What follows belongs to an exercise in optimizing a design on an open flow for small area, a short achievable clock period and few clock cycles; a production flow would make more cautious choices. In this exercise RTL edits were held to simulation tests only and were not proved equivalent to the original. No activity file was given, so power comes from the tool's default toggle rates.

`flow/config.mk`:
```
export PLATFORM = sky130hd
export DESIGN_NAME = xa320_slot
export DESIGN_NICKNAME = xa320_slot
export VERILOG_FILES = /design/flow/design.v
export SDC_FILE = /design/flow/constraint.sdc
export NUM_CORES = 4
export LEC_CHECK = 0
export ABC_AREA = 1
export CAP_MARGIN = 20
export CORE_MARGIN = 2
export CORE_UTILIZATION = 40
export PLACE_DENSITY = 0.5
export SLEW_MARGIN = 20
```
`flow/constraint.sdc`:
```
create_clock -name core_clock -period 24.0 [get_ports {clk}]
set_input_delay 4.8000 -clock core_clock [delete_from_list [all_inputs] [get_ports {clk}]]
set_output_delay 4.8000 -clock core_clock [all_outputs]
set_load 0.01 [all_outputs]
```
`flow/design.v`:
```
module xa320_decode (
    input  wire [3:0]  fmt,       
    input  wire [31:0] data,      
    output reg         is_nan,
    output reg         is_inf,
    output reg         neg,       
    output reg         negz,      
    output reg  [31:0] sig,
    output reg  [8:0]  sh,
    output reg         ext,
    output reg         bfill,
    output reg  [9:0]  lo,        
    output reg  [9:0]  hi,        
    output reg  [9:0]  fill       
);
    function [29:0] blocks(input [3:0] blk, input e, input bf);
        integer b;
        begin
            for (b = 0; b < 10; b = b + 1) begin
                blocks[b]      = (blk == b);
                blocks[10 + b] = (blk + 4'd1 == b);
                blocks[20 + b] = (blk > b) ? bf : ((blk + 4'd1 < b) & e);
            end
        end
    endfunction
    wire [7:0]  a_e  = data[30:23];
    wire        a_ez = (a_e == 8'd0);
    wire        a_s  = data[31];
    wire [8:0]  a_sh = a_ez ? 9'd0 : ({1'b0, a_e} - 9'd1);
    wire [23:0] a_m  = {~a_ez, data[22:0]};
    wire        a_mx = &a_e;
    wire        a_mz = ~(|data[22:0]);
    wire [7:0]  b_e  = data[14:7];
    wire        b_ez = (b_e == 8'd0);
    wire        b_s  = data[15];
    wire [8:0]  b_sh = {1'b0, b_e[7:1], b_e[0] | b_ez} + 9'd15;
    wire [23:0] b_m  = {16'd0, ~b_ez, data[6:0]};
    wire        b_mx = &b_e;
    wire        b_mz = ~(|data[6:0]);
    wire [4:0]  h_e  = data[14:10];
    wire        h_ez = (h_e == 5'd0);
    wire        h_s  = data[15];
    wire [8:0]  h_sh = {4'd0, h_e[4:1], h_e[0] | h_ez} + 9'd124;
    wire [23:0] h_m  = {13'd0, ~h_ez, data[9:0]};
    wire        h_mx = &h_e;
    wire        h_mz = ~(|data[9:0]);
    wire [3:0]  c_e  = data[6:3];
    wire        c_ez = (c_e == 4'd0);
    wire        c_s  = data[7];
    wire [8:0]  c_sh = {5'd0, c_e[3:1], c_e[0] | c_ez} + 9'd139;
    wire [23:0] c_m  = {20'd0, ~c_ez, data[2:0]};
    wire        c_nan = &data[6:0];
    wire        c_mz = ~(|data[2:0]);
    wire [4:0]  d_e  = data[6:2];
    wire        d_ez = (d_e == 5'd0);
    wire        d_s  = data[7];
    wire [8:0]  d_sh = {4'd0, d_e[4:1], d_e[0] | d_ez} + 9'd132;
    wire [23:0] d_m  = {21'd0, ~d_ez, data[1:0]};
    wire        d_mx = &d_e;
    wire        d_mz = ~(|data[1:0]);
    wire [31:0] i32v = data;
    wire [31:0] i8v  = {{24{data[7]}}, data[7:0]};
    always @* begin
        is_nan = 1'b0; is_inf = 1'b0; neg = 1'b0; negz = 1'b0;
        sig = 32'd0; sh = 9'd0; ext = 1'b0; bfill = 1'b0;
        {fill, hi, lo} = 30'd0;
        case (fmt)
            4'd1: begin
                is_nan = a_mx & ~a_mz; is_inf = a_mx & a_mz; neg = a_s; negz = a_s & a_ez & a_mz;
                sig = {{8{a_s}}, a_m ^ {24{a_s}}}; sh = a_sh; ext = a_s; bfill = a_s;
                {fill, hi, lo} = blocks(a_sh[8:5], a_s, a_s);
            end
            4'd2: begin
                is_nan = b_mx & ~b_mz; is_inf = b_mx & b_mz; neg = b_s; negz = b_s & b_ez & b_mz;
                sig = {{8{b_s}}, b_m ^ {24{b_s}}}; sh = b_sh; ext = b_s; bfill = b_s;
                {fill, hi, lo} = blocks(b_sh[8:5], b_s, b_s);
            end
            4'd3: begin
                is_nan = h_mx & ~h_mz; is_inf = h_mx & h_mz; neg = h_s; negz = h_s & h_ez & h_mz;
                sig = {{8{h_s}}, h_m ^ {24{h_s}}}; sh = h_sh; ext = h_s; bfill = h_s;
                {fill, hi, lo} = blocks(h_sh[8:5], h_s, h_s);
            end
            4'd4: begin
                is_nan = c_nan; neg = c_s; negz = c_s & c_ez & c_mz;
                sig = {{8{c_s}}, c_m ^ {24{c_s}}}; sh = c_sh; ext = c_s; bfill = c_s;
                {fill, hi, lo} = blocks(c_sh[8:5], c_s, c_s);
            end
            4'd5: begin
                is_nan = d_mx & ~d_mz; is_inf = d_mx & d_mz; neg = d_s; negz = d_s & d_ez & d_mz;
                sig = {{8{d_s}}, d_m ^ {24{d_s}}}; sh = d_sh; ext = d_s; bfill = d_s;
                {fill, hi, lo} = blocks(d_sh[8:5], d_s, d_s);
            end
            4'd8: begin
                sig = i32v; sh = 9'd149; ext = i32v[31];
                {fill, hi, lo} = blocks(4'd4, i32v[31], 1'b0);
            end
            4'd9: begin
                sig = i8v; sh = 9'd149; ext = i8v[31];
                {fill, hi, lo} = blocks(4'd4, i8v[31], 1'b0);
            end
            default: ;
        endcase
    end
endmodule
module xa320_round (
    input  wire         clk,
    input  wire         rst,
    input  wire         start,        
    input  wire [319:0] value,        
    input  wire [32:0]  count,
    input  wire         f_nan,
    input  wire         f_pos_inf,
    input  wire         f_neg_inf,
    input  wire         f_all_neg_zero,
    input  wire         f_limit,
    input  wire [1:0]   fmt,          
    input  wire [1:0]   mode,         
    input  wire [15:0]  rbits,        
    output reg          res_valid,
    output reg  [31:0]  res_data,
    output reg  [7:0]   res_flags,    
    output reg  [32:0]  res_count
);
    localparam RNE = 2'd0, RTZ = 2'd1, RTO = 2'd2, SR = 2'd3;
    wire sign = value[319];
    reg  [19:0] hnz;          
    reg  [9:0]  rnz, rao;     
    reg  [9:0]  xnz;          
    integer k;
    always @* begin
        for (k = 0; k < 20; k = k + 1)
            hnz[k] = |value[16*k +: 16];
        for (k = 0; k < 10; k = k + 1) begin
            rnz[k] = hnz[2*k] | hnz[2*k+1];
            rao[k] = &value[32*k +: 32];
            xnz[k] = sign ? ~rao[k] : rnz[k];
        end
    end
    reg  [9:0] sel, above;
    always @* begin
        above[9] = 1'b0;
        for (k = 8; k >= 0; k = k - 1)
            above[k] = above[k+1] | xnz[k+1];
        for (k = 9; k >= 1; k = k - 1)
            sel[k] = xnz[k] & ~above[k];
        sel[0] = ~above[0];
    end
    reg  [9:0] bnz;
    reg  [19:0] hpre;         
    always @* begin
        hpre[0] = 1'b0;
        for (k = 1; k < 20; k = k + 1)
            hpre[k] = hpre[k-1] | hnz[k-1];
        bnz[0] = 1'b0;
        bnz[1] = 1'b0;
        for (k = 2; k < 10; k = k + 1)
            bnz[k] = hpre[2*k-3];
    end
    wire [367:0] rp = {value, 48'd0};
    reg  [79:0]  w_r;
    reg  [3:0]   l_n;
    reg          bel_n;
    always @* begin
        w_r = 80'd0; l_n = 4'd0; bel_n = 1'b0;
        for (k = 0; k < 10; k = k + 1) begin
            w_r   = w_r | ({80{sel[k]}} & rp[32*k +: 80]);
            l_n   = l_n | ({4{sel[k]}} & k[3:0]);
            bel_n = bel_n | (sel[k] & bnz[k]);
        end
    end
    wire [80:0] m_n;
    xa320_inc #(.W(80), .L(7)) u_inc_m (.a(w_r ^ {80{sign}}), .ci(sign & ~bel_n), .s(m_n));
    wire hi0_z  = ~(|rnz[9:1]);
    wire hi0_o  = &rao[9:1];
    wire sub23  = sign ? (hi0_o & (&value[31:23]) & (|value[22:0]))
                       : (hi0_z & ~(|value[31:23]));
    wire hi4_z  = ~(|rnz[9:5]);
    wire hi4_o  = &rao[9:5];
    wire sub135 = sign ? (hi4_o & (&value[159:135]) & (|value[134:0]))
                       : (hi4_z & ~(|value[159:135]));
    wire zero_n = ~sign & ~(|rnz);
    reg          s1_v;
    reg  [80:0]  s1_m;
    reg  [3:0]   s1_l;
    reg          s1_bel, s1_sign, s1_zero, s1_sub;
    reg  [32:0]  s1_count;
    reg          s1_nan, s1_pinf, s1_ninf, s1_anz, s1_limit;
    reg  [1:0]   s1_fmt, s1_mode;
    reg  [15:0]  s1_rbits;
    always @(posedge clk) begin
        s1_v     <= start & ~rst;
        s1_m     <= m_n;
        s1_l     <= l_n;
        s1_bel   <= bel_n;
        s1_sign  <= sign;
        s1_zero  <= zero_n;
        s1_sub   <= (fmt == 2'd3) ? sub135 : sub23;
        s1_count <= count;
        s1_nan   <= f_nan;
        s1_pinf  <= f_pos_inf;
        s1_ninf  <= f_neg_inf;
        s1_anz   <= f_all_neg_zero;
        s1_limit <= f_limit;
        s1_fmt   <= fmt;
        s1_mode  <= mode;
        s1_rbits <= rbits;
    end
    reg  [5:0] po;
    integer j;
    always @* begin
        po = 6'd0;
        for (j = 0; j < 33; j = j + 1)
            if (s1_m[48 + j]) po = j[5:0];
    end
    wire       f2_b16 = (s1_fmt == 2'd2);
    wire       f2_h16 = (s1_fmt == 2'd3);
    wire [8:0] msb    = {s1_l, 5'd0} + {3'd0, po};
    reg  [7:0] t_sub, t_nrm;
    reg  [8:0] emin_m1;       
    always @* begin
        if (f2_h16) begin
            t_sub = 8'd157 - {s1_l, 5'd0}; t_nrm = {2'd0, po} + 8'd22; emin_m1 = 9'd134;
        end else if (f2_b16) begin
            t_sub = 8'd48 - {s1_l, 5'd0};  t_nrm = {2'd0, po} + 8'd25; emin_m1 = 9'd22;
        end else begin
            t_sub = 8'd32 - {s1_l, 5'd0};  t_nrm = {2'd0, po} + 8'd9;  emin_m1 = 9'd22;
        end
    end
    wire [7:0]   t     = s1_sub ? t_sub : t_nrm;
    wire [80:0]  sh64  = t[6] ? (s1_m >> 64) : s1_m;
    wire [80:0]  sh32f = sh64 >> 32;
    wire [71:0]  sh32  = t[5] ? sh32f[71:0] : sh64[71:0];
    wire [71:0]  sh16f = sh32 >> 16;
    wire [56:0]  sh16  = t[4] ? sh16f[56:0] : sh32[56:0];
    wire [56:0]  sh8f  = sh16 >> 8;
    wire [48:0]  sh8   = t[3] ? sh8f[48:0]  : sh16[48:0];
    wire [48:0]  sh4f  = sh8 >> 4;
    wire [44:0]  sh4   = t[2] ? sh4f[44:0]  : sh8[44:0];
    wire [44:0]  sh2f  = sh4 >> 2;
    wire [42:0]  sh2   = t[1] ? sh2f[42:0]  : sh4[42:0];
    wire [42:0]  sh1f  = sh2 >> 1;
    wire [40:0]  sh1   = t[0] ? sh1f[40:0]  : sh2[40:0];
    wire [40:0]  ext_w = t[7] ? 41'd0 : sh1;
    wire [24:0]  n_n   = ext_w[40:16];
    wire [15:0]  f16_n = ext_w[15:0];
    wire [80:0]  lmask = ~({81{1'b1}} << t);              
    wire         low   = (|(s1_m & lmask)) | s1_bel;
    wire [8:0]   efld  = s1_sub ? 9'd0 : (msb - emin_m1);
    reg          s2_v;
    reg  [24:0]  s2_n;
    reg  [15:0]  s2_f16;
    reg          s2_low;
    reg  [8:0]   s2_msb, s2_efld;
    reg          s2_sign, s2_zero;
    reg  [32:0]  s2_count;
    reg          s2_nan, s2_pinf, s2_ninf, s2_anz, s2_limit;
    reg  [1:0]   s2_fmt, s2_mode;
    reg  [15:0]  s2_rbits;
    always @(posedge clk) begin
        s2_v     <= s1_v & ~rst;
        s2_n     <= n_n;
        s2_f16   <= f16_n;
        s2_low   <= low;
        s2_msb   <= msb;
        s2_efld  <= efld;
        s2_sign  <= s1_sign;
        s2_zero  <= s1_zero;
        s2_count <= s1_count;
        s2_nan   <= s1_nan;
        s2_pinf  <= s1_pinf;
        s2_ninf  <= s1_ninf;
        s2_anz   <= s1_anz;
        s2_limit <= s1_limit;
        s2_fmt   <= s1_fmt;
        s2_mode  <= s1_mode;
        s2_rbits <= s1_rbits;
    end
    reg  [4:0]  mbits;
    reg  [8:0]  emax_u;
    reg  [30:0] nan_mag, inf_mag, max_mag;
    always @* begin
        case (s2_fmt)
            2'd2: begin    
                mbits = 5'd7;  emax_u = 9'd276;
                nan_mag = 31'h7fc0; inf_mag = 31'h7f80; max_mag = 31'h7f7f;
            end
            2'd3: begin    
                mbits = 5'd10; emax_u = 9'd164;
                nan_mag = 31'h7e00; inf_mag = 31'h7c00; max_mag = 31'h7bff;
            end
            default: begin  
                mbits = 5'd23; emax_u = 9'd276;
                nan_mag = 31'h7fc00000; inf_mag = 31'h7f800000; max_mag = 31'h7f7fffff;
            end
        endcase
    end
    wire        rem_nz  = s2_low | (|s2_f16);
    wire        below_g = s2_low | (|s2_f16[14:0]);
    wire        guard   = s2_f16[15];
    wire [16:0] sr_sum  = {1'b0, s2_f16} + {1'b0, s2_rbits};
    reg up;
    always @* begin
        case (s2_mode)
            RNE:     up = guard & (below_g | s2_n[0]);
            SR:      up = sr_sum[16];
            default: up = 1'b0;
        endcase
    end
    wire [24:0] n_rto   = (s2_mode == RTO) ? (s2_n | {24'd0, rem_nz}) : s2_n;
    wire [24:0] mmask   = (25'd1 << mbits) - 25'd1;
    wire [30:0] enc_t   = ({22'd0, s2_efld} << mbits) | {6'd0, n_rto & mmask};
    wire [31:0] enc_s;
    xa320_inc #(.W(31), .L(5)) u_inc_e (.a(enc_t), .ci(up), .s(enc_s));
    wire [30:0] enc     = enc_s[30:0];
    wire        n_ones  = (s2_n == {mmask[23:0], 1'b1});
    wire        big     = (s2_msb > emax_u);
    wire        at_top  = (s2_msb == emax_u) && n_ones;
    wire        exceeds = big | (at_top & rem_nz);
    wire        ovf     = big ? (s2_mode == RNE || s2_mode == SR) : (at_top & up);
    wire        special_nan = s2_nan | (s2_pinf & s2_ninf);
    wire        special_inf = s2_pinf | s2_ninf;
    reg [31:0] result;
    reg nan_in, nan_gen, inf_in, sat, overflow, underflow, empty;
    always @* begin
        nan_in = 1'b0; nan_gen = 1'b0; inf_in = 1'b0;
        sat = 1'b0; overflow = 1'b0; underflow = 1'b0; empty = 1'b0;
        if (special_nan) begin
            result  = {1'b0, nan_mag};
            nan_in  = s2_nan;
            nan_gen = ~s2_nan;
        end else if (special_inf) begin
            result = {s2_ninf, inf_mag};
            inf_in = 1'b1;
        end else if (s2_zero) begin
            result = {s2_anz && (s2_count != 33'd0), 31'd0};
            empty  = (s2_count == 33'd0);
        end else if (big) begin
            result   = {s2_sign, ovf ? inf_mag : max_mag};
            overflow = ovf;
            sat      = ~ovf;
        end else begin
            result    = {s2_sign, enc};
            overflow  = ovf;
            sat       = exceeds & ~ovf;
            underflow = (enc == 31'd0);
        end
        if (s2_fmt[1])
            result = {16'd0, result[31], result[14:0]};
    end
    always @(posedge clk) begin
        res_valid <= s2_v & ~rst;
        res_data  <= result;
        res_flags <= {s2_limit, empty, underflow, overflow, sat, inf_in, nan_gen, nan_in};
        res_count <= s2_count;
    end
endmodule
module xa320_inc #(parameter W = 8, parameter L = 3) (
    input  wire [W-1:0] a,
    input  wire         ci,
    output wire [W:0]   s
);
    function [W:0] carries(input [W-1:0] x, input c);
        reg [W:0] p;
        integer l, i;
        begin
            p = {x, c};
            for (l = 0; l < L; l = l + 1)
                for (i = 0; i <= W; i = i + 1)
                    if ((i >> l) & 1)
                        p[i] = p[i] & p[((i >> l) << l) - 1];
            carries = p;
        end
    endfunction
    assign s = {1'b0, a} ^ carries(a, ci);
endmodule
module xa320_slot (
    input  wire         clk,
    input  wire         rst,             
    input  wire         cmd_valid,
    output wire         cmd_ready,
    input  wire [2:0]   cmd_op,          
    input  wire [3:0]   cmd_fmt,         
    input  wire [31:0]  cmd_data,        
    input  wire [1:0]   cmd_mode,        
    input  wire [15:0]  cmd_rbits,       
    input  wire [319:0] cmd_cvalue,      
    input  wire [23:0]  cmd_ccount,      
    input  wire [3:0]   cmd_cflags,      
    output wire         res_valid,
    output wire [31:0]  res_data,
    output wire [7:0]   res_flags,
    output wire [32:0]  res_count
);
    assign cmd_ready = 1'b1;
    wire take = cmd_valid & ~rst;
    wire        d_nan, d_inf, d_neg, d_negz, d_ext, d_bfill;
    wire [31:0] d_sig;
    wire [8:0]  d_sh;
    wire [9:0]  d_lo, d_hi, d_fill;
    xa320_decode u_dec (
        .fmt(cmd_fmt), .data(cmd_data),
        .is_nan(d_nan), .is_inf(d_inf), .neg(d_neg), .negz(d_negz),
        .sig(d_sig), .sh(d_sh), .ext(d_ext), .bfill(d_bfill),
        .lo(d_lo), .hi(d_hi), .fill(d_fill)
    );
    wire [32:0] count_nx;
    wire        nx_lim, nx_hiff, nx_lnz;
    wire [23:0] nx_lm1;
    wire [24:0] c_sum   = {1'b0, nx_lm1} + {1'b0, cmd_ccount};
    wire        c_over  = nx_lim ? (|cmd_ccount) : (nx_hiff & nx_lnz & c_sum[24]);
    reg          i_rst, i_add, i_carry, i_round, i_clr;
    reg          i_nan, i_inf, i_neg, i_negz, i_ext, i_bfill, i_over;
    reg  [31:0]  i_sig;
    reg  [4:0]   i_sh;
    reg  [9:0]   i_lo, i_hi, i_fill;    
    reg  [1:0]   i_fmt;
    reg  [1:0]   i_mode;
    reg  [15:0]  i_rbits;
    reg  [319:0] i_cval;
    reg  [23:0]  i_ccnt;
    reg  [3:0]   i_cfl;
    always @(posedge clk) begin
        i_rst   <= rst;
        i_add   <= take & (cmd_op == 3'd0);
        i_carry <= take & (cmd_op == 3'd1);
        i_round <= take & (cmd_op == 3'd3 || cmd_op == 3'd4);
        i_clr   <= take & (cmd_op == 3'd2 || cmd_op == 3'd4);
        i_nan   <= d_nan;
        i_inf   <= d_inf;
        i_neg   <= d_neg;
        i_negz  <= d_negz;
        i_ext   <= d_ext;
        i_bfill <= d_bfill;
        i_over  <= c_over;
        i_sig   <= d_sig;
        i_sh    <= d_sh[4:0];
        i_lo    <= d_lo;
        i_hi    <= d_hi;
        i_fill  <= d_fill;
        i_fmt   <= cmd_fmt[1:0];
        i_mode  <= cmd_mode;
        i_rbits <= cmd_rbits;
        i_cval  <= cmd_cvalue;
        i_ccnt  <= cmd_ccount;
        i_cfl   <= cmd_cflags;
    end
    reg [319:0] value;
    reg [32:0]  count;
    reg         f_nan, f_pos_inf, f_neg_inf, f_all_neg_zero, f_limit;
    wire clr      = i_rst | i_clr;
    wire at_lim   = count[32];
    wire add_ok   = i_add & ~at_lim;
    wire add_fin  = add_ok & ~i_nan & ~i_inf;
    wire carry_ok = i_carry & ~i_over;
    wire [127:0] w_sh = {{32{i_ext}}, i_sig, {64{i_bfill}}} << i_sh;
    wire [63:0]  win  = w_sh[127:64];
    reg [319:0] addend;
    integer k;
    always @* begin
        for (k = 0; k < 10; k = k + 1)
            addend[32*k +: 32] =
                  ({32{carry_ok}} & i_cval[32*k +: 32])
                | ({32{add_fin & i_lo[k]}} & win[31:0])
                | ({32{add_fin & i_hi[k]}} & win[63:32])
                | {32{add_fin & i_fill[k]}};
    end
    wire [319:0] v_sum;
    xa320_add320 u_add (
        .a(value & {320{~clr}}), .b(addend), .cin(add_fin & i_bfill), .s(v_sum)
    );
    wire [33:0] c_total = {1'b0, count} + (i_add ? 34'd1 : {10'd0, i_ccnt});
    assign count_nx = clr ? 33'd0 : (add_ok | carry_ok) ? c_total[32:0] : count;
    wire [23:0] cl    = count[23:0];
    wire [23:0] cc_s  = ~(cl ^ i_ccnt);                  
    wire [23:0] cc_c  = cl | i_ccnt;
    wire [23:0] cc_m1 = cc_s + {cc_c[22:0], 1'b0};
    assign nx_lim  = count_nx[32];
    assign nx_hiff = &count_nx[31:24];
    assign nx_lnz  = |count_nx[23:0];
    assign nx_lm1  = add_ok ? cl : carry_ok ? cc_m1 : (cl - 24'd1);
    always @(posedge clk) begin
        value <= v_sum;
        count <= count_nx;
        if (clr) begin
            f_nan          <= 1'b0;
            f_pos_inf      <= 1'b0;
            f_neg_inf      <= 1'b0;
            f_all_neg_zero <= 1'b1;
            f_limit        <= 1'b0;
        end else if (i_add) begin
            if (at_lim) begin
                f_limit <= 1'b1;
            end else begin
                if (i_nan)
                    f_nan <= 1'b1;
                else if (i_inf && !i_neg)
                    f_pos_inf <= 1'b1;
                else if (i_inf)
                    f_neg_inf <= 1'b1;
                else if (!i_negz)
                    f_all_neg_zero <= 1'b0;
            end
        end else if (i_carry) begin
            if (i_over) begin
                f_limit <= 1'b1;
            end else begin
                f_nan          <= f_nan | i_cfl[3];
                f_pos_inf      <= f_pos_inf | i_cfl[2];
                f_neg_inf      <= f_neg_inf | i_cfl[1];
                f_all_neg_zero <= f_all_neg_zero & i_cfl[0];
            end
        end
    end
    xa320_round u_rnd (
        .clk(clk), .rst(rst), .start(i_round),
        .value(value), .count(count),
        .f_nan(f_nan), .f_pos_inf(f_pos_inf), .f_neg_inf(f_neg_inf),
        .f_all_neg_zero(f_all_neg_zero), .f_limit(f_limit),
        .fmt(i_fmt), .mode(i_mode), .rbits(i_rbits),
        .res_valid(res_valid), .res_data(res_data), .res_flags(res_flags), .res_count(res_count)
    );
endmodule
module xa320_add320 (
    input  wire [319:0] a,
    input  wire [319:0] b,
    input  wire         cin,
    output wire [319:0] s
);
    wire [319:0] p = a ^ b;
    wire [319:0] g = a & b;
    reg [80:0] gg, gp;
    integer j;
    always @* begin
        gg[0] = cin;
        gp[0] = 1'b0;
        for (j = 0; j < 80; j = j + 1) begin
            gg[j+1] = g[4*j+3] | (p[4*j+3] & g[4*j+2]) | (p[4*j+3] & p[4*j+2] & g[4*j+1])
                    | (p[4*j+3] & p[4*j+2] & p[4*j+1] & g[4*j]);
            gp[j+1] = p[4*j+3] & p[4*j+2] & p[4*j+1] & p[4*j];
        end
    end
    reg [80:0] cg [0:7];
    reg [80:0] cp [0:7];
    integer l, i, t;
    always @* begin
        cg[0] = gg;
        cp[0] = gp;
        for (l = 0; l < 7; l = l + 1) begin
            for (i = 0; i < 81; i = i + 1) begin
                if ((i >> l) & 1) begin
                    t = ((i >> l) << l) - 1;
                    cg[l+1][i] = cg[l][i] | (cp[l][i] & cg[l][t]);
                    cp[l+1][i] = cp[l][i] & cp[l][t];
                end else begin
                    cg[l+1][i] = cg[l][i];
                    cp[l+1][i] = cp[l][i];
                end
            end
        end
    end
    reg [319:0] c;
    always @* begin
        for (j = 0; j < 80; j = j + 1) begin
            c[4*j]   = cg[7][j];
            c[4*j+1] = g[4*j] | (p[4*j] & cg[7][j]);
            c[4*j+2] = g[4*j+1] | (p[4*j+1] & g[4*j]) | (p[4*j+1] & p[4*j] & cg[7][j]);
            c[4*j+3] = g[4*j+2] | (p[4*j+2] & g[4*j+1]) | (p[4*j+2] & p[4*j+1] & g[4*j])
                     | (p[4*j+2] & p[4*j+1] & p[4*j] & cg[7][j]);
        end
    end
    assign s = p ^ c;
endmodule
```
`flow/flow/run.sh`:
```
#!/bin/bash
# Layout: the standard flow (standard.sh: ORFS synth .. finish, unchanged
# synthesis), with the resizer's setup repair asked for extra slack so that
# the layout achieves a shorter period than the 24 ns the SDC sets. The SDC
# and every other setting are the standard flow's own.
set -euo pipefail
MARGIN=$(cat flow/margin.txt)
bash standard.sh SETUP_SLACK_MARGIN=$MARGIN finish > standard_flow.log 2>&1
```
`flow/flow/margin.txt`:
```
17.5
```
`flow/standard.sh`:
```
#!/bin/bash
# synth_recipe.tcl (not shown) runs the flow's synth.tcl, then flattens the netlist and writes it again
# the make line also repeats each setting of config.mk as NAME=value (left out here)
make -C /OpenROAD-flow-scripts/flow DESIGN_CONFIG=/design/flow/config.mk WORK_HOME=/design/flow/orfs CLKGATE_MAP_FILE= SYNTH_SCRIPT=/design/flow/synth_recipe.tcl "${@:-finish}"
```
==> summary.txt, run 1 <==
Placed design
  – IO buf count: about 480
  – Area after DPL: 79500 um^2
  – Hpwl dp: between 300000 and 400000 um
  – Routability cong.: around 1.1

Layout
  – Layout cells sized above 1: between 10% and 20%
  – Most frequent cells in the layout: 1818 x nand2_1, 1322 x inv_1, 1133 x dfxtp_1, 1132 x nor2_1, 784 x nand3_1
  – Design area: slightly below 90000 um^2
  – Nets@finish: about 12000
  – Synth-to-Final Area Change: 24.1%
  – Commonest non-fill, non-tap cell in the layout: nand2_1
  – Finished Core Util: about 50%

STA
  – Final setup vio count: 0
  – Setup TNS: 0 ps
  – Worst clock skew: around 58 ps
  – F_max: between 100 and 150 MHz
  – Relative slew slack: between 10% and 20%
  – Worst Tran Pin Value: approximately 1200 ps
  – Ratio of final minimum period to clock period: roughly 28%
  – Fin crit period: around 6800 ps
  – Final Hold Vio Count: 0
  – RSZ-0062 raised after global routing: true
  – Slew Limit Fails: 0

Global routing
  – GRT Util Overall: about two fifths
  – Largest net degree at the start of global routing: between 100 and 150
  – Vias in the first global route: approximately 73000
  – First-pass GRT wire length: around 530000 um
  – Grt ovf: 0
  – Initial antenna violation count: 30

Clocking
  – Htree depth: 4
  – Clock-pin slew on the worst setup and hold paths: 60 ps
  – Worst skew pair latency: between 800 and 900 ps
  – Clock Sinks: ~1100
  – Clk root buf: clkbuf_16
  – TritonCTS Buffers: 133
  – CTS tree: built
  – Clock Path Buffers: 3
  – Hold Buf Count CTS: 0

Synthesis
  – Register bit total from synthesis: approximately 1100
  – Synth warn: 8
  – Post-synth EDFFs: 0
  – Ys async rst share: 0%
  – Synth unique cells: 71
  – Register area share after synthesis: between 30% and 40%
  – Mapped Nets: 11300
  – Dominant synthesized flop cell: dfxtp_1
  – Synth Instances: roughly 10000
  – Mapped Area: around 70000 um^2
  – Avg Inst Size Synth: 6.98 um^2

Worst setup path
  – CP startpoint kind: primary input
  – RR Endpoint: u_rnd.s1_m[74]$_DFF_P_
  – Crit path cell chain: buf_12, nor2_4, nand2_2, inv_2, nand4_1, nor3_2, nor2_1, ha_2, nand2_2, nor2_2, inv_2, nand3_4, xor2_4, inv_2, ha_4, inv_4, buf_4, buf_6, o311ai_1, o22ai_1
  – Worst R2R Start: value[224]$_DFF_P_
  – Slowest stage delay, CP: 330 ps
  – Largest delay share family, worst path: simple AND/OR/NAND/NOR gates
  – Reg-to-reg slack, setup: 17490 ps
  – Arr. time, crit path: between 7000 and 8000 ps
  – Crit Path Class: primary input to flip-flop
  – Slowest stage cell, crit path: o311ai_1
  – Crit path buf inv count: 7
  – CP Capture Type: flip-flop
  – Worst reg-to-reg path cell count: 23
  – CP most frequent cell: inv_2
  – Data required time of the worst path: 24660 ps
  – Critical-path maximum fanout: 4

Pwr
  – Clock power frac: 30.0%
  – VDD IR max: 70.2 uV
  – Sequential power share: a little under a third
  – Leak Pwr: approximately 0.041 uW
  – Combinational share of power: between 30% and 40%
  – Switching Fraction: between 40 and 50%
  – Cell area power density: ~82 nW/um^2
  – P_int: between 4000 and 5000 uW
  – Switch Pwr: ~3100 uW

Die
  – Row cnt: 155
  – Die Span Y: 428 um
  – Initial core utilization: ~40%
  – I/O pins: slightly below 500
  – Core Box Area: roughly 180000 um^2
  – Die X: roughly 430 um
  – Die area: ~180000 um^2

Status
  – Status: finished clean

Worst hold path
  – Min-Delay Path Depth: 0
  – Hold path startpoint: u_rnd.s1_rbits[6]$_DFF_P_
  – Worst Hold End: u_rnd.s2_rbits[6]$_DFF_P_
  – HP Class: flip-flop to flip-flop

Detailed routing
  – DRC Markers: 0
  – Wirelength, routed: ~390000 um
  – First-iteration detailed-routing DRC count: between 10000 and 15000
  – Vias: between 70000 and 80000
  – Routed len/inst: between 20 and 30 um
  – Vias per Instance: 5.89
  – First-pass DRT Iterations: 8
  – Post-detailed-route count of antenna-violating nets: 0

Job
  – Max-Cap Viols: 0
layer usage:
metal  global-route usage [%]  share of wire, %  wire, um
met3                     9.94                11     40600
met1                     52.0                40    154000
met4                     25.8               8.0     30800
met2                     59.9                42    161000
met5                        0             0.027       103
worst max-delay path by stage:
stage,from,end,cells after the start
6_report,cmd_data[14],i_hi[9]$_DFF_P_,20
5_1_grt,cmd_data[14],i_fill[7]$_DFF_P_,22
4_1_cts,cmd_data[14],i_sh[0]$_DFF_P_,23
3_5_place_dp,i_add$_DFF_P_,value[300]$_DFF_P_,36
3_3_place_gp,i_add$_DFF_P_,value[288]$_DFF_P_,36
2_1_floorplan,cmd_data[12],i_fill[7]$_DFF_P_,22
power groups by stage:
stage	clock, uW	combinational [uW]	sequential (uW)
6_report	2190	2900	2210
5_1_grt	2300	3090	2220
4_1_cts	2220	2710	2200
3_5_place_dp	0	2640	2240
3_3_place_gp	0	2630	2240
2_1_floorplan	0	1590	2190
synthesized netlist by cell type, drive strengths merged, types with 8 or more instances:
| library cell | instances | share of area, % |
|---|---|---|
| xnor2 | 167 | 2.0 |
| nor2 | 1205 | 6.4 |
| a221oi | 34 | 0.41 |
| dfxtp | 1147 | 32 |
| o211ai | 169 | 1.8 |
| a31oi | 26 | 0.23 |
| mux2i | 30 | 0.42 |
| nor4 | 91 | 0.79 |
| nand2 | 1867 | 9.8 |
| a211oi | 33 | 0.34 |
| o21ai | 520 | 3.6 |
| nand4 | 284 | 2.6 |
| xor2 | 223 | 2.7 |
| ha | 497 | 8.6 |
| nor3 | 155 | 1.1 |
| o21bai | 10 | 0.10 |
| o31ai | 9 | 0.094 |
| a22oi | 162 | 1.7 |
| a21oi | 730 | 5.1 |
| fa | 82 | 2.3 |
| clkinv | 15 | 0.078 |
| inv | 1407 | 7.3 |
| o22ai | 34 | 0.30 |
| o2111ai | 35 | 0.43 |
| o21a | 8 | 0.084 |
| clkbuf | 283 | 1.5 |
| buf | 113 | 0.75 |
| nand3b | 17 | 0.18 |
| nand3 | 799 | 5.6 |
| or2 | 14 | 0.12 |
| o311ai | 8 | 0.097 |
| o221ai | 75 | 0.91 |
sequential cells by signal (all words and copies together) (netlist names), 4 cells and up:
name / count
count: 33
i_ccnt: 24
i_cfl: 4
i_cval: 320
i_fill: 10
i_hi: 10
i_lo: 10
i_rbits: 16
i_sh: 5
i_sig: 32
u_rnd.res_count: 33
u_rnd.res_data: 32
u_rnd.res_flags: 8
u_rnd.s1_count: 33
u_rnd.s1_l: 4
u_rnd.s1_m: 81
u_rnd.s1_rbits: 16
u_rnd.s2_count: 33
u_rnd.s2_efld: 9
u_rnd.s2_f16: 16
u_rnd.s2_msb: 9
u_rnd.s2_n: 25
u_rnd.s2_rbits: 16
value: 320
cell families after synthesis:
| group | synth area share (%) |
|---|---|
| other | 0.00521 |
| multiplexers | 0.418 |
| XOR/XNOR | 4.75 |
| buffers and inverters | 9.65 |
| AND/OR/NAND/NOR | 26.7 |
| flip-flops | 31.9 |
| AO/OA/AOI/OAI | 15.6 |
| adder cells (fa/ha/maj) | 10.9 |
per-stage QoR:
stage               cells  setup WS, ps  power [uW]  hold WS, ps
global placement    12900         14490        4870          310
global route        13400         17040        7600          326
floorplan           10300         16760        3780          310
detailed placement  12900         14400        4880          312
finish              13400         17240        7300          321
CTS                 13300         17380        7130          321
layout make-up:
type / count / area, um^2
Fill cell: 17900 / 89400
Multi-Input combinational cell: 7339 / 44200
Sequential cell: 1147 / 23000
Timing Repair Buffer: 903 / 8720
Inverter: 1422 / 5530
Clock buffer: 169 / 3660
Tap cell: 2355 / 2950
Clock inverter: 74 / 1120
Antenna cell: 13 / 32.5
Timing Repair inverter: 4 / 30.0
what timing repair did:
action | CTS | global route
gates resized for setup | 510 | 372
setup endpoints to repair | 484 | 263
pin swaps | 57 | 102
gates cloned | 7 | 5
buffers inserted | 149 | 109
Testbench counts, summed over its fixed seeds: cycles 80,032.
==> run 2, diff against run 1 <==
--- a/flow/config.mk
+++ b/flow/config.mk
@@ -9,5 +9,5 @@
 export CAP_MARGIN = 20
 export CORE_MARGIN = 2
-export CORE_UTILIZATION = 40
-export PLACE_DENSITY = 0.5
+export CORE_UTILIZATION = 30
+export PLACE_DENSITY = 0.4
 export SLEW_MARGIN = 20
==> summary.txt, run 2 <==
Status
  – Status: finished clean

Global routing
  – GRT Util Overall: 34.2%
  – Initial antenna violation count: 47
  – Grt ovf: 0
  – Largest net degree at the start of global routing: 94
  – First-pass GRT wire length: slightly below 600000 um
  – Vias in the first global route: about 74000

Pwr
  – Final Power: roughly 7700 uW
  – Leak Pwr: ~0.042 uW
  – VDD IR max: between 90 and 100 uV
  – Cell area power density: roughly 84 nW/um^2

Job
  – Max-Cap Viols: 0

Layout
  – Most frequent cells in the layout: 1796 x nand2_1, 1316 x inv_1, 1132 x dfxtp_1, 1126 x nor2_1, 778 x nand3_1
  – Nets@finish: about 12000
  – Commonest non-fill, non-tap cell in the layout: nand2_1
  – Synth-to-Final Area Change: 27.6%
  – Biggest regs: i_cval: 320 flops, value: 320 flops, u_rnd.s1_m: 81 flops
  – Layout fillers: approximately 25000
  – Layout cells sized above 1: a little under an eighth
  – Post-Layout Cell Count: approximately 14000

Synthesis
  – Leading area contributor after synthesis: dfxtp_1
  – Register bit total from synthesis: roughly 1100
  – Mapped Nets: 11300
  – Top cells by count, synth: 1863 x nand2_1, 1386 x inv_1, 1185 x nor2_1
  – Most common cell in the netlist: nand2_1
  – Ys async rst share: 0%
  – Avg Inst Size Synth: between 6 and 7 um^2
  – Synth area leaders: dfxtp_1 32%, nand2_1 9.7%, ha_1 8.6%, inv_1 7.2%, nor2_1 6.2%
  – Register area share after synthesis: a little under a third
  – Share of the synthesized area in the top cell type: 31.9%
  – Synth unique cells: about 70
  – Dominant synthesized flop cell: dfxtp_1
  – Mapped Area: between 70000 and 80000 um^2
  – Synth Instances: around 10000
  – Synth warn: 8
  – Post-synth EDFFs: 0

Die
  – Die area: 244000 um^2
  – Row cnt: roughly 180
  – I/O pins: between 400 and 500
  – Core Box Area: about 240000 um^2
  – Initial core utilization: between 30% and 40%
  – Die Span Y: approximately 490 um
  – Die X: around 490 um

Detailed routing
  – Wirelength, routed: approximately 430000 um
  – DRC Markers: 0
  – Vias per Instance: approximately 5.5
  – First-pass DRT Iterations: 9
  – First-iteration detailed-routing DRC count: between 8000 and 9000
  – Vias: around 80000
  – Routed len/inst: between 30 and 40 um
  – Post-detailed-route count of antenna-violating nets: 0

Clocking
  – Htree depth: 4
  – Clk root buf: clkbuf_16
  – Clock Path Buffers: 3
  – TritonCTS Buffers: around 140
  – Hold Buf Count CTS: 0
  – CTS tree: built
  – Worst skew pair latency: 830 ps
  – Clock-pin slew on the worst setup and hold paths: approximately 60 ps
  – Clock Sinks: between 1000 and 1500

Worst setup path
  – Worst reg-to-reg path cell count: 37
  – Largest delay share family, worst path: buffers and inverters
  – Crit. path cell count: 23
  – Crit path buf inv count: 16
  – CP most frequent cell: buf_6
  – Arr. time, crit path: about 7300 ps
  – CP startpoint kind: primary input
  – Slowest stage delay, CP: roughly 260 ps
  – Crit Path Class: primary input to flip-flop
  – CP Capture Type: flip-flop
  – CP endpoint: i_sh[0]$_DFF_P_
  – Critical-path maximum fanout: 2
  – Crit path cell chain: buf_12, nor2_4, nand2_4, inv_2, nand4_1, nor3_2, nor2_2, buf_4, buf_6, buf_6, buf_6, buf_6, buf_6, buf_6, buf_6, buf_6, buf_6, buf_6, buf_6, buf_6, buf_6, nand2_2, nand4_1
  – Crit path launch: cmd_data[14]
  – RR Endpoint: u_rnd.res_flags[5]$_SDFF_PP0_
  – Slowest stage cell, crit path: nor3_2
  – Worst R2R Start: u_rnd.s2_f16[1]$_SDFF_PP0_
  – Reg-to-reg slack, setup: 17490 ps
  – Data required time of the worst path: between 20000 and 25000 ps

STA
  – F_max: ~150 MHz
  – Setup TNS: 0 ps
  – RSZ-0062 raised after global routing: true
  – Relative slew slack: between 10% and 20%
  – Ratio of final minimum period to clock period: between 20% and 30%
  – Final setup vio count: 0
  – Worst Tran Pin Value: roughly 1200 ps
  – Final Hold Vio Count: 0
  – Fin crit period: about 6700 ps
  – Worst clock skew: 53.9 ps
  – Slew Limit Fails: 0

Worst hold path
  – Hold path startpoint: u_rnd.s1_count[5]$_DFF_P_
  – HP Class: flip-flop to flip-flop

Placed design
  – IO buf count: 481
  – Routability cong.: roughly 1.1
  – Cells after DPL: ~14000
  – Hpwl dp: around 330000 um
## run 2: cell count changes in the layout (fill, tap and decap cells not counted), sizes merged
cell           change
diode             +26
bufinv             +4
bufbuf             +1
dlygate4sd2        -4
clkdlybuf4s50      +5
nand4              +2
clkinv             +8
inv                -9
buf               +16
clkbuf            +15
## run 2: how the worst min path moves through the flow
stage                                       endpoint  slack [ps]  cells after the start
final                      u_rnd.s2_count[5]$_DFF_P_         320                      0
after global routing           u_rnd.s2_zero$_DFF_P_         330                      0
after CTS                 u_rnd.s2_count[32]$_DFF_P_         320                      0
after detailed placement       u_rnd.s2_zero$_DFF_P_         310                      0
after global placement     u_rnd.s2_rbits[0]$_DFF_P_         310                      0
after floorplan           u_rnd.res_flags[7]$_DFF_P_         310                      0
## run 2: metal layers
layer	part of all wire, %	global-route usage [%]	vias to the layer above
li1	-	-	35800
met1	41	43.3	37500
met2	43	51.8	3779
met3	8.4	7.42	993
met4	7.9	23.4	30
met5	0.043	0	-
## run 2: logic make-up after synthesis
family          count (synthesis)  share of synthesized area (%)
simple gates                 4451                           26.7
compound gates               1887                           15.6
buf+inv                      1818                           9.65
flops                        1147                           31.9
fa+ha+maj                     579                           10.9
xor+xnor                      390                           4.75
mux                            30                          0.418
other cells                     1                        0.00521
## run 2: worst register-to-register path: cells and delay by family, from the launching register on
| kind | cells | cell delay, ps |
|---|---|---|
| adders and majority gates | 3 | 690 |
| AOI/OAI and AO/OA | 10 | 1410 |
| DFF | 1 | 320 |
| and+or+nand+nor | 20 | 3760 |
| buffers and inverters | 4 | 250 |
## run 2: cell type report
| type | instances | area, um^2 | area share, % |
|---|---|---|---|
| Clock buffer | 185 | 3930 | 4.28 |
| Tap cell | 3167 | 3960 | 4.32 |
| Clock inverter | 72 | 1080 | 1.18 |
| Sequential cell | 1147 | 23000 | 25.0 |
| Antenna cell | 39 | 97.6 | 0.106 |
| Inverter | 1422 | 5600 | 6.10 |
| Multi-Input combinational cell | 7341 | 44900 | 48.9 |
| Timing Repair inverter | 9 | 63.8 | 0.0695 |
| Timing Repair Buffer | 920 | 9200 | 10.0 |
## run 2: what timing repair did
action | in CTS | in global routing
resized for setup | 625 | 482
pin swaps | 54 | 126
cloned | 15 | 5
setup endpoints to repair | 479 | 249
setup buffers | 156 | 120
## run 2: power by group
part | total, uW | internal, uW | switching [uW] | leakage, uW
logic | 3150 | 919 | 2230 | 0.0297
registers | 2210 | 2080 | 133 | 0.00948
clock network | 2310 | 1350 | 967 | 0.00239
## run 2: metrics by stage
step	hold slack, ps	setup slack, ps	area, um^2	util, %
floorplan	310	16760	72000	-
global placement	311	14530	80600	33.8
detailed placement	312	14320	80600	33.8
CTS	322	17370	88700	37.3
global route	328	17080	91700	38.5
finish	320	17330	91800	38.6
==> run 3, diff against run 2 <==
--- a/flow/config.mk
+++ b/flow/config.mk
@@ -7,7 +7,7 @@
 export LEC_CHECK = 0
 export ABC_AREA = 1
-export CAP_MARGIN = 20
+export CAP_MARGIN = 40
 export CORE_MARGIN = 2
-export CORE_UTILIZATION = 30
-export PLACE_DENSITY = 0.4
-export SLEW_MARGIN = 20
+export CORE_UTILIZATION = 35
+export PLACE_DENSITY = 0.45
+export SLEW_MARGIN = 30
==> summary.txt, run 3 <==
Worst setup path
  – Data required time of the worst path: around 25000 ps
  – Crit Path Class: primary input to flip-flop
  – Slowest stage cell, crit path: nor3_2
  – Slowest stage delay, CP: approximately 260 ps
  – Crit path buf inv count: 5
  – Critical-path maximum fanout: 5
  – CP startpoint kind: primary input
  – CP Capture Type: flip-flop
  – Largest delay share family, worst path: simple AND/OR/NAND/NOR gates
  – Crit path cell chain: buf_12, nor2_4, nand2_4, inv_2, nand4_1, nor3_2, nor2_1, ha_2, nand2_2, nor2_4, inv_2, nand3_4, xor2_4, nor2_2, a21oi_2, inv_2, nor2_4, inv_2, nor2_4, nor2_1, o211ai_1, o311ai_2
  – Arr. time, crit path: 7490 ps

Die
  – Die area: approximately 210000 um^2
  – Core Box Area: slightly above 200000 um^2
  – Initial core utilization: between 30% and 40%
  – Die X: between 400 and 500 um
  – Row cnt: between 150 and 200
  – I/O pins: 483
  – Die Span Y: roughly 460 um

STA
  – F_max: about 150 MHz
  – Final setup vio count: 0
  – Relative slew slack: about 34%
  – Ratio of final minimum period to clock period: between 20% and 30%
  – Worst clock skew: ~60 ps
  – Final Hold Vio Count: 0
  – Setup TNS: 0 ps
  – Fin crit period: 6820 ps
  – RSZ-0062 raised after global routing: true
  – Worst Tran Pin Value: around 990 ps
  – Slew Limit Fails: 0
  – Final Hold Slack: around 320 ps

Layout
  – Layout cells sized above 1: between 10% and 20%
  – Synth-to-Final Area Change: 25.1%
  – Post-Layout Cell Count: around 14000
  – Most frequent cells in the layout: 1821 x nand2_1, 1329 x inv_1, 1135 x dfxtp_1, 1134 x nor2_1, 783 x nand3_1
  – Commonest non-fill, non-tap cell in the layout: nand2_1
  – Nets@finish: 12000
  – Layout fillers: 21400
  – Finished Core Util: 44.0%
  – Area of the multi-input gates: approximately 44000 um^2
  – Biggest regs: i_cval: 320 flops, value: 320 flops, u_rnd.s1_m: 81 flops
  – Sequential cell area: around 23000 um^2

Status
  – Status: finished clean

Global routing
  – Grt ovf: 0
  – Met2 Usage GRT: 55.2%
  – Met1 global-route usage: between 40% and 50%
  – Largest net degree at the start of global routing: roughly 120
  – First-pass GRT wire length: ~550000 um
  – Vias in the first global route: approximately 74000
  – GRT Util Overall: about 37%
  – GR Util met3: under 10%
  – Initial antenna violation count: 26
  – Busiest grt layer: met2

Synthesis
  – Share of the synthesized area in the top cell type: between 30% and 40%
  – Synth Area in Compound Gates: roughly 16%
  – Mapped Area: roughly 70000 um^2
  – Dominant synthesized flop cell: dfxtp_1
  – Synth Area in Simple Gates: 26.7%
  – Mapped Nets: 11300
  – Synth warn: 8
  – Mux contribution to synthesized area: less than 1%
  – Synth area leaders: dfxtp_1 32%, nand2_1 9.7%, ha_1 8.6%, inv_1 7.2%, nor2_1 6.2%
  – Xor/xnor share of the synthesized area: 4.75%
  – Register area share after synthesis: approximately a third
  – Most common cell in the netlist: nand2_1
  – Avg Inst Size Synth: roughly 7 um^2
  – Top cells by count, synth: 1863 x nand2_1, 1386 x inv_1, 1185 x nor2_1
  – Synth unique cells: slightly above 70
  – Largest family of logic cells by synthesized area: simple AND/OR/NAND/NOR gates
  – Synth Instances: 10300
  – Post-synth EDFFs: 0
  – Leading area contributor after synthesis: dfxtp_1
  – Synth Area in Adders: 10.9%
  – Register bit total from synthesis: 1147
  – Ys async rst share: 0%

Pwr
  – Cell area power density: between 80 and 90 nW/um^2
  – VDD IR max: ~80 uV
  – Leak Pwr: about 0.041 uW

Detailed routing
  – First-pass DRT Iterations: 9
  – Vias: roughly 78000
  – Vias per Instance: around 5.7
  – Post-detailed-route count of antenna-violating nets: 0
  – Routed len/inst: 28.9 um
  – First-iteration detailed-routing DRC count: ~9500
  – DRC Markers: 0
  – Wirelength, routed: between 300000 and 400000 um

Clocking
  – Clk root buf: clkbuf_16
  – Clock Path Buffers: 3
  – Clock-pin slew on the worst setup and hold paths: approximately 60 ps
  – TritonCTS Buffers: 140
  – Worst skew pair latency: approximately 860 ps
  – Htree depth: 4
  – CTS tree: built
  – Hold Buf Count CTS: 0
  – Clock Sinks: between 1000 and 1500

Placed design
  – Routability cong.: ~1.1
  – Cells after DPL: approximately 13000
  – IO buf count: 481
  – Hpwl dp: 308000 um

Worst hold path
  – HP Class: flip-flop to flip-flop

Job
  – Max-Cap Viols: 0
[run 3: logic make-up (layout without fill, tap and decap cells)]
| logic type | Yosys count | count (layout) |
|---|---|---|
| AND/OR/NAND/NOR | 4451 | 4453 |
| buffers and inverters | 1818 | 2594 |
| other | 1 | 14 |
| flip-flops | 1147 | 1147 |
| multiplexers | 30 | 30 |
| AO/OA/AOI/OAI | 1887 | 1887 |
| adder cells (fa/ha/maj) | 579 | 579 |
| XOR/XNOR | 390 | 390 |
[run 3: what timing repair did]
action	in CTS	in global routing
endpoints found under the hold margin	0	0
setup endpoints to repair	473	255
gates cloned	7	7
buffers inserted	125	119
pin swaps	43	85
resized for setup	431	430
[run 3: layer usage]
layer,share of wire [%],vias to the layer above,routed length [um]
met1,41,37300,163000
met3,9.4,949,37400
met2,42,4180,168000
li1,-,35800,-
met4,7.5,12,29900
met5,0.029,-,115
[run 3: area by class of cell]
| type | instances | share of cell area, % |
|---|---|---|
| well taps | 2688 | 3.74 |
| clock buffers | 174 | 4.23 |
| repair inverters | 4 | 0.0278 |
| multi-input cells | 7340 | 49.1 |
| inverters | 1422 | 6.16 |
| diodes | 13 | 0.0362 |
| flip-flops and latches | 1147 | 25.6 |
| repair buffers | 913 | 9.84 |
| clock inverters | 81 | 1.35 |
[run 3: stage by stage]
step                worst slack [ps]  cell area [um^2]  total power, uW
CTS                            17330             87300             7320
detailed placement             14740             80200             4940
floorplan                      16760             72000             3780
finish                         17180             90000             7450
global route                   17060             89900             7790
global placement               14690             79900             4930
[run 3: final timing paths]
path                                               end                  from  depth (start not counted)  slack, ps
worst min register to register    u_rnd.s2_anz$_DFF_P_  u_rnd.s1_anz$_DFF_P_                          0        320
worst max register to register  u_rnd.s1_m[76]$_DFF_P_    value[161]$_DFF_P_                         25      17580
worst min-delay path              u_rnd.s2_anz$_DFF_P_  u_rnd.s1_anz$_DFF_P_                          0        320
worst max-delay path                 i_fill[7]$_DFF_P_          cmd_data[13]                         22      17180
[run 3: report_power, final]
group | internal (uW) | switching (uW) | leakage [uW]
combinational | 863 | 2070 | 0.0294
sequential | 2080 | 124 | 0.00947
clock | 1340 | 976 | 0.00239
[run 3: worst register-to-register path, stage by stage, from the launching register on]
cell      delay, ps
dfxtp_1         460
inv_1           180
nor3_1          240
nand4_1         150
nor2_1          440
nand3_1         160
nand2_2         270
nor2_4           90
inv_2           250
buf_4           450
o221ai_1        440
nor2_1          530
o221ai_1        410
a21oi_1         380
o221ai_1        240
xor2_1          190
inv_1           200
nand4_4         160
nor2_4          150
nand4_4         130
nor2_4          150
nand4_4         190
nor2_4          180
nand2_1          90
o21ai_1         120
and2_1          140

static timing again, ports no longer ideal:
The results above use ideal ports. As a check the final layouts listed here were re-extracted and re-timed, cells and wires unchanged.
Step 1 (the two cells are an assumption about what drives the block):
set clk [get_ports {clk}]
set_driving_cell -lib_cell sky130_fd_sc_hd__clkbuf_16 $clk
set_driving_cell -lib_cell sky130_fd_sc_hd__buf_2 [delete_from_list [all_inputs] $clk]
Step 2 moves the port delays by t, midway between the first and last clock arrival at a register: inputs arrive t later, outputs are due t later. That takes back most of the time a late clock gives input paths.
Slacks: ideal ports / drivers / drivers and shift; pairs: ideal ports / drivers.
run	t, ns	slack for setup (ns)	worst slew at a driven data input, ns	cell pins on the clock port's net
run 1	0.931	17.239 / 17.280 / 16.349	0.10	1
run 2	0.919	17.334 / 17.378 / 16.459	0.14	1
run 3	0.927	17.175 / 17.221 / 16.294	0.11	1
After both steps setup and hold are still met in every run listed. The setup slack of run 1, which loses most, moves by +0.041 ns with the drivers and by -0.890 ns with both steps.
